Background: an optimization exercise with open tools, aiming at small area, a short achievable clock period and few clock cycles. Do not read the settings as production practice.
Function was checked by simulation only, so behaviour that the tests miss may differ from the original.

## bld_head
module bld_head (
    input  wire         clk,
    input  wire         rst,
    input  wire         cfg_we,
    input  wire [6:0]   cfg_addr,
    input  wire [31:0]  cfg_data,
    input  wire         in_valid,
    output wire         in_ready,
    input  wire         in_last,
    input  wire [12:0]  in_x,
    input  wire [12:0]  in_y,
    input  wire [7:0]   in_present,
    input  wire [127:0] in_l,
    input  wire [127:0] in_a,
    output reg          out_valid,
    output reg  [15:0]  out_v,
    output reg          out_lowered,
    output reg          out_raised,
    output reg          sum_valid,
    output wire [31:0]  sum_drive,
    output wire [20:0]  sum_clamped,
    output wire [20:0]  sum_lifted
);
Size in the first run: ~3500 flip-flops, about 430 I/O pins, roughly 0.23 sq mm of cells after synthesis.
Settings: LEC_CHECK=0, CAP_MARGIN=20, CORE_MARGIN=2, CORE_UTILIZATION=65, PLACE_DENSITY=0.75, SLEW_MARGIN=20; clock period 50.0 ns.
run.sh (not shown) runs the stock make flow with config.mk's settings and CLKGATE_MAP_FILE= SYNTH_SCRIPT=/design/flow/synth_recipe.tcl, a recipe that flattens the netlist after the stock synthesis.
The starting point went through all stages and came out clean.
Testbench counts at the start, summed over its fixed seeds: cycles 18,822.
Edit:
- CORE_UTILIZATION: 65 -> 30
- CTS_BUF_LIST: not set -> sky130_fd_sc_hd__clkbuf_8 sky130_fd_sc_hd__clkbuf_16
- CTS_CLUSTER_SIZE: not set -> 24
- PLACE_DENSITY: 0.75 -> 0.4
Non-clock buffer count is higher by 122.
Worst hold slack is about the same.
Cell count came out higher by 23%.
Setup slack gains 0.041 ns.
Edit:
- CORE_UTILIZATION: 30 -> 45
- CTS_BUF_LIST: sky130_fd_sc_hd__clkbuf_8 sky130_fd_sc_hd__clkbuf_16 -> not set
- CTS_CLUSTER_SIZE: 24 -> not set
- PLACE_DENSITY: 0.4 -> 0.55
Cell area fell by 2.1%; setup slack gets worse by 0.11 ns; worst hold slack gets worse by 0.038 ns; routed wire length fell by 12%; via count rose by 0.39%; clock skew rose by 0.031 ns; global-route usage rose by 6.9 points; non-clock buffer count fell by 59.

* * *

Starting RTL as in the previous note.
## bld_head
module bld_head (
    input  wire         clk,
    input  wire         rst,
    input  wire         cfg_we,
    input  wire [6:0]   cfg_addr,
    input  wire [31:0]  cfg_data,
    input  wire         in_valid,
    output wire         in_ready,
    input  wire         in_last,
    input  wire [12:0]  in_x,
    input  wire [12:0]  in_y,
    input  wire [7:0]   in_present,
    input  wire [127:0] in_l,
    input  wire [127:0] in_a,
    output reg          out_valid,
    output reg  [15:0]  out_v,
    output reg          out_lowered,
    output reg          out_raised,
    output reg          sum_valid,
    output wire [31:0]  sum_drive,
    output wire [20:0]  sum_clamped,
    output wire [20:0]  sum_lifted
);
Settings: LEC_CHECK=0, CAP_MARGIN=20, CORE_MARGIN=2, CORE_UTILIZATION=55, PLACE_DENSITY=0.65, SLEW_MARGIN=20; clock period 50.0 ns.
Testbench counts at the start, summed over its fixed seeds: cycles 18,822.
Next try:
- CORE_UTILIZATION: 55 -> 30
- PLACE_DENSITY: 0.65 -> 0.4
=>
- final cell count climbs by about a fifth
- worst setup slack improved by 73 ps
- count of clock-buffer cells in the layout came out higher by 95
- global-route usage goes down by 12 points
- cell area grows by a few percent
- die area goes up by well over a third
- routed wire length went up by about a fifth
- critical path depth shrinks by 1

* * *

## before
Another version of the RTL of bld_head (not shown whole).
For scale: ~21,000 cells after synthesis, about 3,500 flip-flops, ~230,000 um^2 of cells after synthesis.
clock: 50.0 ns
lec_check: 0
cap_margin: 20
core_margin: 2
core_utilization: 55
place_density: 0.65
slew_margin: 20
before: no failed stages, no open violations at the end
Testbench counts of before, summed over its fixed seeds: cycles 18,822.
Relative to before, the following input files were edited for after:
# before
export LEC_CHECK = 0
export CAP_MARGIN = 20
export CORE_MARGIN = 2
export CORE_UTILIZATION = 55
export PLACE_DENSITY = 0.65
export SLEW_MARGIN = 20
create_clock -name core_clock -period 50.0 [get_ports {clk}]
# after
export LEC_CHECK = 0
export CAP_MARGIN = 20
export CORE_MARGIN = 2
export CORE_UTILIZATION = 30
export PLACE_DENSITY = 0.4
export SLEW_MARGIN = 20
create_clock -name core_clock -period 50.0 [get_ports {clk}]
## What came out
after vs. before: fraction of area in multi-input gates fell by 1.2 points, via count went down 1.6%, pre-CTS setup slack went down.
after vs. before: total count of hold-check failures in the final report essentially unchanged, period utilization increased 1.0 points, wire length increased 130,000 um.

what the ideal ports hide:
Ports are ideal in the flow. The routed layouts listed here were re-timed in OpenROAD. Step 1 sets driving cells, clkbuf_16 on the clock port and buf_2 on the other inputs (assumed; they add their load-dependent delay and slew). Step 2 also shifts input and output timing later by t, the mid clock arrival at the registers, as if the neighbouring blocks saw the same clock. a / b / c = ideal / step 1 / step 2; a / b = the first two.
run | t (ns) | slack for setup (ns) | worst hold slack (ns)
the first run of note 1 | 1.059 | 37.731 / 37.607 / 36.922 | 0.321 / 0.321 / 0.321
the second run of note 1 | 1.161 | 37.772 / 37.636 / 36.718 | 0.322 / 0.322 / 0.322
the third run of note 1 | 1.123 | 37.664 / 37.526 / 36.712 | 0.284 / 0.284 / 0.284
the first run of note 2 | 1.070 | 37.705 / 37.575 / 36.744 | 0.325 / 0.325 / 0.325
the second run of note 2 | 1.160 | 37.778 / 37.628 / 36.748 | 0.321 / 0.321 / 0.321
before | 1.087 | 35.792 / 35.792 / 35.792 | 0.314 / 0.314 / 0.314
after | 1.166 | 35.272 / 35.272 / 35.272 | 0.304 / 0.304 / 0.304
After both steps setup and hold are still met in every run listed. For the second run of note 1, which loses most, drivers alone change the setup slack by -0.136 ns; drivers and shift together by -1.054 ns.
